Context: an optimization exercise on an open-source flow, tuned for small area, a short achievable clock period and few clock cycles per item. The choices shown serve that exercise and are no tape-out recipe.
At most, simulation tests tie the RTL to the original design; equivalence was not proved.

==> job 2173 <==
Design whorl_rsq, start of the top module:
module whorl_rsq (
    input             clk,
    input             rst,           
    input             in_valid,
    output            in_ready,
    input             in_sqrt,       
    input      [31:0] in_a,
    output reg        out_valid,
    output reg [31:0] out_res,
    output reg        out_sat,
    output reg        out_divz,
    output reg        out_domain
);
    reg  [15:0]  M;
    reg          rdy, first;
    reg          sq;                         
    reg          nf;                         
    reg          f_spc, f_hi, f_mid, f_lo, f_sat, f_divz, f_dom;
    reg  [32:0]  S;                          
    reg          s;                          
    reg  [31:0]  D;                          
    assign in_ready = rdy;
    wire accept = in_valid & rdy;
    wire last   = M[0] & !M[1];
    wire [31:0] a       = in_a;
    wire        a_zero  = (a == 32'd0);
    wire        sm_pos  = !a[31] & (a[30:28] == 3'd0) & (!a[27] | (a[26:0] == 27'd0));
    wire        sm_neg  = a[31] & (a[30:27] == 4'hF);
    wire        a_m27   = sm_neg & (a[26:0] == 27'd0);             
    wire        a_max   = !a[31] & (a[30:0] == 31'h7FFF_FFFF);
    wire        spc_in  = in_sqrt ? (a[31] | a_max) : (sm_pos | sm_neg);
  ...
==> module whorl_rsq, before the edit <==
module whorl_rsq (
    input             clk,
    input             rst,           
    input             in_valid,
    output            in_ready,
    input             in_sqrt,       
    input      [31:0] in_a,
    output reg        out_valid,
    output reg [31:0] out_res,
    output reg        out_sat,
    output reg        out_divz,
    output reg        out_domain
);
    reg  [15:0]  M;
    reg          rdy, first;
    reg          sq;                         
    reg          nf;                         
    reg          f_spc, f_hi, f_mid, f_lo, f_sat, f_divz, f_dom;
    reg  [32:0]  S;                          
    reg          s;                          
    reg  [31:0]  D;                          
    assign in_ready = rdy;
    wire accept = in_valid & rdy;
    wire last   = M[0] & !M[1];
    wire [31:0] a       = in_a;
    wire        a_zero  = (a == 32'd0);
    wire        sm_pos  = !a[31] & (a[30:28] == 3'd0) & (!a[27] | (a[26:0] == 27'd0));
    wire        sm_neg  = a[31] & (a[30:27] == 4'hF);
    wire        a_m27   = sm_neg & (a[26:0] == 27'd0);             
    wire        a_max   = !a[31] & (a[30:0] == 31'h7FFF_FFFF);
    wire        spc_in  = in_sqrt ? (a[31] | a_max) : (sm_pos | sm_neg);
    wire        rcp_sk2 = a[31] ? !a[30] : (a[30] & (a[29] | (a[28:2] != 27'd0)));
    wire        rcp_sk1 = a[31] ? (a[30:28] != 3'b111)
                                : (a[30] | a[29] | (a[28] & (a[27:0] != 28'd0)));
    wire        sq_sk1  = (a[30:27] == 4'd0);
    reg  [32:0] s_init;
    reg  [15:0] m_init;
    always @* begin
        if (in_sqrt) begin
            if (sq_sk1) begin
                s_init = {4'b1111, a[26:0], 2'b00};              
                m_init = 16'h3FFF;
            end else begin
                s_init = {2'b11, a[30:0]};                       
                m_init = 16'h7FFF;
            end
        end else if (rcp_sk2) begin
            s_init = a[31] ? {33'h0_7FFF_FFF8 | {31'd0, a[29:28]}}
                           : {33'h0_8000_0004 | {31'd0, a[29:28]}};
            m_init = 16'h3FFF;
        end else if (rcp_sk1) begin
            s_init = a[31] ? {33'h0_1FFF_FFFE | {32'd0, a[30]}}
                           : {33'h0_2000_0000 | {32'd0, a[30]}};
            m_init = 16'h7FFF;
        end else begin
            s_init = a[31] ? 33'h0_07FF_FFFF : 33'h0_0800_0000;
            m_init = 16'hFFFF;
        end
        if (spc_in)
            m_init = 16'h0001;
    end
    wire [16:0] Mx = {1'b0, M};
    wire [31:0] oh0, oh1, mk0, mk1;
    genvar m;
    generate
        for (m = 0; m < 16; m = m + 1) begin : pos
            assign oh0[2*m+1] = Mx[m] & !Mx[m+1];
            assign oh0[2*m]   = 1'b0;
            assign oh1[2*m+1] = 1'b0;
            assign oh1[2*m]   = Mx[m] & !Mx[m+1];
            assign mk0[2*m+1] = Mx[m+1];
            assign mk0[2*m]   = Mx[m];
            assign mk1[2*m+1] = Mx[m+1];
            assign mk1[2*m]   = Mx[m+1];
        end
    endgenerate
    wire [31:0] ohp0 = {oh0[30:0], 1'b0};           
    wire [31:0] ohp1 = oh0;                         
    wire [31:0] F0   = D | (s ? (sq ? (ohp0 | oh0) : 32'd0) : (sq ? mk0 : 32'd0));
    wire        inv0 = !(s ^ nf);
    wire [32:0] Y0   = {nf, F0} ^ {33{inv0}};
    wire [32:0] R0   = S + Y0 + {32'd0, inv0};
    wire        s1   = R0[32];                      
    wire        bdv0 = |(D & oh0);                  
    wire        bdv1 = |(D & oh1);
    wire [32:0] R1c [0:1];
    wire [31:0] D1c [0:1];
    genvar u;
    generate
        for (u = 0; u < 2; u = u + 1) begin : outcome    
            wire [31:0] D1   = (u == 0) ? (D | (sq ? ohp0 : 32'd0)) : D;
            wire [31:0] F1   = D1 | ((u == 1) ? (sq ? (ohp1 | oh1) : 32'd0)
                                              : (sq ? mk1 : 32'd0));
            wire        inv1 = (u == 1) ? nf : !nf;
            wire [32:0] Y1   = {nf, F1} ^ {33{inv1}};
            wire        bd0  = sq ? (u == 0) : bdv0;
            wire [32:0] X1   = {S[31:0], bd0};
            wire [32:0] X2   = {Y0[31:0], inv1};
            wire [32:0] cs_s = X1 ^ X2 ^ Y1;
            wire [32:0] cs_c = (X1 & X2) | (X1 & Y1) | (X2 & Y1);
            assign R1c[u] = cs_s + {cs_c[31:0], inv0} + {32'd0, inv0};
            assign D1c[u] = D1;
        end
    endgenerate
    wire [32:0] R1  = s1 ? R1c[1] : R1c[0];
    wire [31:0] D1s = s1 ? D1c[1] : D1c[0];
    wire        b0  = !s1;
    wire        b1  = !R1[32];
    wire        bd1 = sq ? b1 : bdv1;
    wire [1:0]  qbits = {b0 ^ nf, b1 ^ nf};
    always @(posedge clk) begin
        if (rst) begin
            M         <= 16'd0;
            rdy       <= 1'b1;
            out_valid <= 1'b0;
        end else begin
            out_valid <= last;
            if (accept) begin
                M   <= m_init;
                rdy <= spc_in;
            end else begin
                M   <= {1'b0, M[15:1]};
                rdy <= !M[2];
            end
        end
    end
    always @(posedge clk) begin
        first <= accept;
        if (accept) begin
            sq     <= in_sqrt;
            nf     <= !in_sqrt & a[31];
            f_spc  <= spc_in;
            f_hi   <= !in_sqrt & a[31];
            f_mid  <= !a[31];
            f_lo   <= !in_sqrt & !a[31];
            f_sat  <= !in_sqrt & (sm_pos | sm_neg) & !a_zero & !a_m27;
            f_divz <= !in_sqrt & a_zero;
            f_dom  <= in_sqrt & a[31];
            S      <= s_init;
            s      <= in_sqrt;
            D      <= in_sqrt ? 32'd0 : a;
        end else begin
            S <= {R1[31:0], bd1};
            s <= R1[32];
            D <= D1s | ((sq & b1) ? ohp1 : 32'd0);
        end
        if (first & f_spc)
            out_res <= {f_hi, f_mid, {30{f_lo}}};
        else if (first)
            out_res <= {{30{nf}}, qbits};
        else
            out_res <= {out_res[29:0], qbits};
        if (last) begin
            out_sat    <= f_sat;
            out_divz   <= f_divz;
            out_domain <= f_dom;
        end
    end
endmodule
==> flow/config.mk <==
export PLATFORM = sky130hd
export DESIGN_NAME = whorl_rsq
export DESIGN_NICKNAME = whorl_rsq
export VERILOG_FILES = /design/flow/design.v
export SDC_FILE = /design/flow/constraint.sdc
export NUM_CORES = 4
export LEC_CHECK = 0
export CAP_MARGIN = 20
export CORE_MARGIN = 2
export CORE_UTILIZATION = 40
export PLACE_DENSITY = 0.6
export SETUP_SLACK_MARGIN = 5
export SLEW_MARGIN = 20
==> flow/constraint.sdc <==
create_clock -name core_clock -period 11.0 [get_ports {clk}]
set_input_delay 2.2000 -clock core_clock [delete_from_list [all_inputs] [get_ports {clk}]]
set_output_delay 2.2000 -clock core_clock [all_outputs]
set_load 0.01 [all_outputs]
run.sh (not shown) runs the stock make flow with config.mk's settings and CLKGATE_MAP_FILE= SYNTH_SCRIPT=/design/flow/synth_recipe.tcl, a recipe that flattens the netlist after the stock synthesis.
==> job 6816 (differences from job 2173) <==
--- a/flow/design.v
+++ b/flow/design.v
@@ -13,11 +13,13 @@
 );
     reg  [15:0]  M;
+    reg  [15:0]  Ms;                         
     reg          rdy, first;
     reg          sq;                         
     reg          nf;                         
-    reg          f_spc, f_hi, f_mid, f_lo, f_sat, f_divz, f_dom;
+    reg          f_spc, f_sat, f_divz, f_dom;
     reg  [32:0]  S;                          
     reg          s;                          
-    reg  [31:0]  D;                          
+    reg  [31:0]  E;                          
+    reg          b0r;                        
     assign in_ready = rdy;
     wire accept = in_valid & rdy;
@@ -60,6 +62,7 @@
             m_init = 16'h0001;
     end
-    wire [16:0] Mx = {1'b0, M};
-    wire [31:0] oh0, oh1, mk0, mk1;
+    wire [16:0] Mx  = {1'b0, M};
+    wire [16:0] Msx = {1'b0, Ms};
+    wire [31:0] oh0, oh1, so0, so1, sk0, sk1;
     genvar m;
     generate
@@ -69,40 +72,44 @@
             assign oh1[2*m+1] = 1'b0;
             assign oh1[2*m]   = Mx[m] & !Mx[m+1];
-            assign mk0[2*m+1] = Mx[m+1];
-            assign mk0[2*m]   = Mx[m];
-            assign mk1[2*m+1] = Mx[m+1];
-            assign mk1[2*m]   = Mx[m+1];
+            assign so0[2*m+1] = Msx[m] & !Msx[m+1];
+            assign so0[2*m]   = 1'b0;
+            assign so1[2*m+1] = 1'b0;
+            assign so1[2*m]   = Msx[m] & !Msx[m+1];
+            assign sk0[2*m+1] = Msx[m+1];
+            assign sk0[2*m]   = Msx[m];
+            assign sk1[2*m+1] = Msx[m+1];
+            assign sk1[2*m]   = Msx[m+1];
         end
     endgenerate
-    wire [31:0] ohp0 = {oh0[30:0], 1'b0};           
-    wire [31:0] ohp1 = oh0;                         
-    wire [31:0] F0   = D | (s ? (sq ? (ohp0 | oh0) : 32'd0) : (sq ? mk0 : 32'd0));
-    wire        inv0 = !(s ^ nf);
-    wire [32:0] Y0   = {nf, F0} ^ {33{inv0}};
-    wire [32:0] R0   = S + Y0 + {32'd0, inv0};
-    wire        s1   = R0[32];                      
-    wire        bdv0 = |(D & oh0);                  
-    wire        bdv1 = |(D & oh1);
+    wire [31:0] sop0  = {so0[30:0], 1'b0};          
+    wire [31:0] sopp0 = {so0[29:0], 2'b00};         
+    wire [31:0] sop1  = so0;                        
+    wire [31:0] dfb  = (b0r ? {so0[28:0], 3'b000} : 32'd0) | (!s ? sopp0 : 32'd0);
+    wire [31:0] msub0 = dfb | sk0;                  
+    wire [31:0] madd0 = dfb | sop0 | so0;           
+    wire [32:0] Y0    = s ? {1'b0, ~(E & ~madd0)} : {1'b1, E & ~msub0};
+    wire        cin0  = s ? nf : !nf;
+    wire [32:0] R0    = S + Y0 + {32'd0, cin0};
+    wire        s1    = R0[32];                     
+    reg         bdv0, bdv1;
+    wire        bdn0 = (|(E & {2'b00, oh0[31:2]})) ^ !nf;
+    wire        bdn1 = (|(E & {2'b00, oh1[31:2]})) ^ !nf;
     wire [32:0] R1c [0:1];
-    wire [31:0] D1c [0:1];
     genvar u;
     generate
         for (u = 0; u < 2; u = u + 1) begin : outcome    
-            wire [31:0] D1   = (u == 0) ? (D | (sq ? ohp0 : 32'd0)) : D;
-            wire [31:0] F1   = D1 | ((u == 1) ? (sq ? (ohp1 | oh1) : 32'd0)
-                                              : (sq ? mk1 : 32'd0));
-            wire        inv1 = (u == 1) ? nf : !nf;
-            wire [32:0] Y1   = {nf, F1} ^ {33{inv1}};
-            wire        bd0  = sq ? (u == 0) : bdv0;
-            wire [32:0] X1   = {S[31:0], bd0};
-            wire [32:0] X2   = {Y0[31:0], inv1};
-            wire [32:0] cs_s = X1 ^ X2 ^ Y1;
-            wire [32:0] cs_c = (X1 & X2) | (X1 & Y1) | (X2 & Y1);
-            assign R1c[u] = cs_s + {cs_c[31:0], inv0} + {32'd0, inv0};
-            assign D1c[u] = D1;
+            wire [31:0] msub1 = dfb | sk1 | sop0;
+            wire [31:0] madd1 = dfb | sop1 | so1;
+            wire [32:0] Y1    = (u == 1) ? {1'b0, ~(E & ~madd1)} : {1'b1, E & ~msub1};
+            wire        cin1  = (u == 1) ? nf : !nf;
+            wire        bd0   = sq ? (u == 0) : bdv0;
+            wire [32:0] X1    = {S[31:0], bd0};
+            wire [32:0] X2    = {Y0[31:0], cin1};
+            wire [32:0] cs_s  = X1 ^ X2 ^ Y1;
+            wire [32:0] cs_c  = (X1 & X2) | (X1 & Y1) | (X2 & Y1);
+            assign R1c[u] = cs_s + {cs_c[31:0], cin0} + {32'd0, cin0};
         end
     endgenerate
     wire [32:0] R1  = s1 ? R1c[1] : R1c[0];
-    wire [31:0] D1s = s1 ? D1c[1] : D1c[0];
     wire        b0  = !s1;
     wire        b1  = !R1[32];
@@ -112,4 +119,5 @@
         if (rst) begin
             M         <= 16'd0;
+            Ms        <= 16'd0;
             rdy       <= 1'b1;
             out_valid <= 1'b0;
@@ -118,7 +126,9 @@
             if (accept) begin
                 M   <= m_init;
+                Ms  <= in_sqrt ? m_init : 16'd0;
                 rdy <= spc_in;
             end else begin
                 M   <= {1'b0, M[15:1]};
+                Ms  <= {1'b0, Ms[15:1]};
                 rdy <= !M[2];
             end
@@ -131,7 +141,4 @@
             nf     <= !in_sqrt & a[31];
             f_spc  <= spc_in;
-            f_hi   <= !in_sqrt & a[31];
-            f_mid  <= !a[31];
-            f_lo   <= !in_sqrt & !a[31];
             f_sat  <= !in_sqrt & (sm_pos | sm_neg) & !a_zero & !a_m27;
             f_divz <= !in_sqrt & a_zero;
@@ -139,12 +146,18 @@
             S      <= s_init;
             s      <= in_sqrt;
-            D      <= in_sqrt ? 32'd0 : a;
+            E      <= in_sqrt ? 32'hFFFF_FFFF : (a[31] ? a : ~a);
+            b0r    <= 1'b0;
+            bdv0   <= rcp_sk2 ? a[27] : rcp_sk1 ? a[29] : a[31];
+            bdv1   <= rcp_sk2 ? a[26] : rcp_sk1 ? a[28] : a[30];
         end else begin
+            bdv0 <= bdn0;
+            bdv1 <= bdn1;
             S <= {R1[31:0], bd1};
             s <= R1[32];
-            D <= D1s | ((sq & b1) ? ohp1 : 32'd0);
+            E   <= E & ~dfb;
+            b0r <= b0;
         end
         if (first & f_spc)
-            out_res <= {f_hi, f_mid, {30{f_lo}}};
+            out_res <= {nf, sq ? !f_dom : !nf, {30{!sq & !nf}}};
         else if (first)
             out_res <= {{30{nf}}, qbits};
==> flow/flow/run.sh (new file) <==
#!/bin/bash
set -euo pipefail
bash standard.sh SETUP_SLACK_MARGIN=7 SETUP_MOVE_SEQUENCE=unbuffer,sizeup,swap,buffer TNS_END_PERCENT=20 finish > standard_flow.log 2>&1
==> flow/standard.sh (new file) <==
#!/bin/bash
# synth_recipe.tcl (not shown) runs the flow's synth.tcl, then flattens the netlist and writes it again
# the make line also repeats each setting of config.mk as NAME=value (left out here)
make -C /OpenROAD-flow-scripts/flow DESIGN_CONFIG=/design/flow/config.mk WORK_HOME=/design/flow/orfs CLKGATE_MAP_FILE= SYNTH_SCRIPT=/design/flow/synth_recipe.tcl "${@:-finish}"
--- a/flow/config.mk
+++ b/flow/config.mk
@@ -9,5 +9,4 @@
 export CORE_MARGIN = 2
 export CORE_UTILIZATION = 40
-export PLACE_DENSITY = 0.6
-export SETUP_SLACK_MARGIN = 5
+export PLACE_DENSITY = 0.5
 export SLEW_MARGIN = 20
removed: flow/run.sh
==> job 2451 (differences from job 2173) <==
--- a/flow/design.v
+++ b/flow/design.v
@@ -19,5 +19,6 @@
     reg  [32:0]  S;                          
     reg          s;                          
-    reg  [31:0]  D;                          
+    reg  [31:0]  E;                          
+    reg          b0r;                        
     assign in_ready = rdy;
     wire accept = in_valid & rdy;
@@ -75,34 +76,35 @@
         end
     endgenerate
-    wire [31:0] ohp0 = {oh0[30:0], 1'b0};           
-    wire [31:0] ohp1 = oh0;                         
-    wire [31:0] F0   = D | (s ? (sq ? (ohp0 | oh0) : 32'd0) : (sq ? mk0 : 32'd0));
-    wire        inv0 = !(s ^ nf);
-    wire [32:0] Y0   = {nf, F0} ^ {33{inv0}};
-    wire [32:0] R0   = S + Y0 + {32'd0, inv0};
-    wire        s1   = R0[32];                      
-    wire        bdv0 = |(D & oh0);                  
-    wire        bdv1 = |(D & oh1);
+    wire [31:0] ohp0  = {oh0[30:0], 1'b0};          
+    wire [31:0] ohpp0 = {oh0[29:0], 2'b00};         
+    wire [31:0] ohp1  = oh0;                        
+    wire [31:0] dfb  = sq ? ((b0r ? {oh0[28:0], 3'b000} : 32'd0) |
+                             (!s  ? ohpp0 : 32'd0)) : 32'd0;
+    wire [31:0] msub0 = dfb | (sq ? mk0 : 32'd0);                  
+    wire [31:0] madd0 = dfb | (sq ? (ohp0 | oh0) : 32'd0);         
+    wire [32:0] Y0    = s ? {1'b0, ~(E & ~madd0)} : {1'b1, E & ~msub0};
+    wire        cin0  = s ? nf : !nf;
+    wire [32:0] R0    = S + Y0 + {32'd0, cin0};
+    wire        s1    = R0[32];                     
+    reg         bdv0, bdv1;
+    wire        bdn0 = (|(E & {2'b00, oh0[31:2]})) ^ !nf;
+    wire        bdn1 = (|(E & {2'b00, oh1[31:2]})) ^ !nf;
     wire [32:0] R1c [0:1];
-    wire [31:0] D1c [0:1];
     genvar u;
     generate
         for (u = 0; u < 2; u = u + 1) begin : outcome    
-            wire [31:0] D1   = (u == 0) ? (D | (sq ? ohp0 : 32'd0)) : D;
-            wire [31:0] F1   = D1 | ((u == 1) ? (sq ? (ohp1 | oh1) : 32'd0)
-                                              : (sq ? mk1 : 32'd0));
-            wire        inv1 = (u == 1) ? nf : !nf;
-            wire [32:0] Y1   = {nf, F1} ^ {33{inv1}};
-            wire        bd0  = sq ? (u == 0) : bdv0;
-            wire [32:0] X1   = {S[31:0], bd0};
-            wire [32:0] X2   = {Y0[31:0], inv1};
-            wire [32:0] cs_s = X1 ^ X2 ^ Y1;
-            wire [32:0] cs_c = (X1 & X2) | (X1 & Y1) | (X2 & Y1);
-            assign R1c[u] = cs_s + {cs_c[31:0], inv0} + {32'd0, inv0};
-            assign D1c[u] = D1;
+            wire [31:0] msub1 = dfb | (sq ? (mk1 | ohp0) : 32'd0);
+            wire [31:0] madd1 = dfb | (sq ? (ohp1 | oh1) : 32'd0);
+            wire [32:0] Y1    = (u == 1) ? {1'b0, ~(E & ~madd1)} : {1'b1, E & ~msub1};
+            wire        cin1  = (u == 1) ? nf : !nf;
+            wire        bd0   = sq ? (u == 0) : bdv0;
+            wire [32:0] X1    = {S[31:0], bd0};
+            wire [32:0] X2    = {Y0[31:0], cin1};
+            wire [32:0] cs_s  = X1 ^ X2 ^ Y1;
+            wire [32:0] cs_c  = (X1 & X2) | (X1 & Y1) | (X2 & Y1);
+            assign R1c[u] = cs_s + {cs_c[31:0], cin0} + {32'd0, cin0};
         end
     endgenerate
     wire [32:0] R1  = s1 ? R1c[1] : R1c[0];
-    wire [31:0] D1s = s1 ? D1c[1] : D1c[0];
     wire        b0  = !s1;
     wire        b1  = !R1[32];
@@ -139,9 +141,15 @@
             S      <= s_init;
             s      <= in_sqrt;
-            D      <= in_sqrt ? 32'd0 : a;
+            E      <= in_sqrt ? 32'hFFFF_FFFF : (a[31] ? a : ~a);
+            b0r    <= 1'b0;
+            bdv0   <= rcp_sk2 ? a[27] : rcp_sk1 ? a[29] : a[31];
+            bdv1   <= rcp_sk2 ? a[26] : rcp_sk1 ? a[28] : a[30];
         end else begin
+            bdv0 <= bdn0;
+            bdv1 <= bdn1;
             S <= {R1[31:0], bd1};
             s <= R1[32];
-            D <= D1s | ((sq & b1) ? ohp1 : 32'd0);
+            E   <= E & ~dfb;
+            b0r <= b0;
         end
         if (first & f_spc)
==> flow/flow/run.sh (new file) <==
#!/bin/bash
set -euo pipefail
bash standard.sh SETUP_SLACK_MARGIN=7 SETUP_MOVE_SEQUENCE=unbuffer,sizeup,swap,buffer finish > standard_flow.log 2>&1
==> flow/standard.sh (new file) <==
#!/bin/bash
# synth_recipe.tcl (not shown) runs the flow's synth.tcl, then flattens the netlist and writes it again
# the make line also repeats each setting of config.mk as NAME=value (left out here)
make -C /OpenROAD-flow-scripts/flow DESIGN_CONFIG=/design/flow/config.mk WORK_HOME=/design/flow/orfs CLKGATE_MAP_FILE= SYNTH_SCRIPT=/design/flow/synth_recipe.tcl "${@:-finish}"
--- a/flow/config.mk
+++ b/flow/config.mk
@@ -10,4 +10,3 @@
 export CORE_UTILIZATION = 40
 export PLACE_DENSITY = 0.6
-export SETUP_SLACK_MARGIN = 5
 export SLEW_MARGIN = 20
removed: flow/run.sh
==> notes <==
- The highest cell count belongs to job 2451, the lowest to job 2173.
- In job 6816 the clock-buffer cell count is higher than in job 2173, by 1.
- Of job 2451 and job 6816, job 2451 has the higher non-clock buffer count (gap 50).
- Sequential cell count, highest first: job 6816, job 2451, job 2173.
- Between job 6816 and job 2173, the lower setup slack is in job 2173 (gap 0.74 ns).
- Critical path depth, highest first: job 2173, job 2451, job 6816.
- Against job 6816, the register-to-register slack of job 2451 is better by 0.21 ns.
- Global-route usage: job 2173 < job 2451 < job 6816.
- Of job 2173 and job 6816, job 2173 has the higher synthesized area (gap 1.4%, measured against job 6816).
Testbench counts of job 6816, summed over its fixed seeds: cycles 234,871, items 16,000.
Testbench counts of job 2451, summed over its fixed seeds: cycles 234,871, items 16,000.
No functional check of the RTL was part of job 2173.

[port drivers added, routing unchanged]
Ports are ideal in the flow. The routed layouts listed here were re-timed in OpenROAD. Step 1 sets driving cells, clkbuf_16 on the clock port and buf_2 on the other inputs (assumed; they add their load-dependent delay and slew). Step 2 adds t to the input delays and takes it off the output delays; t is the mean of the earliest and latest rising clock arrival at the registers after step 1. Input paths then give back, and output paths get back, about the clock's delay inside the block. Three values: ideal, step 1, step 2; two values: the first two.
| run | shift t [ns] | slack for setup (ns) | hold slack, ns | worst setup path after step 2 | slew at the worst register clock pin (ns) |
|---|---|---|---|---|---|
| job 2173 | 0.478 | 5.338 / 5.338 / 5.338 | 0.418 / 0.418 / 0.418 | register to register | 0.07 / 0.07 |
| job 6816 | 0.487 | 6.082 / 6.082 / 5.802 | 0.421 / 0.421 / 0.421 | input to register | 0.09 / 0.09 |
| job 2451 | 0.470 | 6.289 / 6.289 / 6.226 | 0.434 / 0.434 / 0.434 | input to register | 0.07 / 0.07 |
After both steps setup and hold are still met in every run listed. The setup slack of job 6816, which loses most, moves by 0.000 ns with the drivers and by -0.280 ns with both steps.
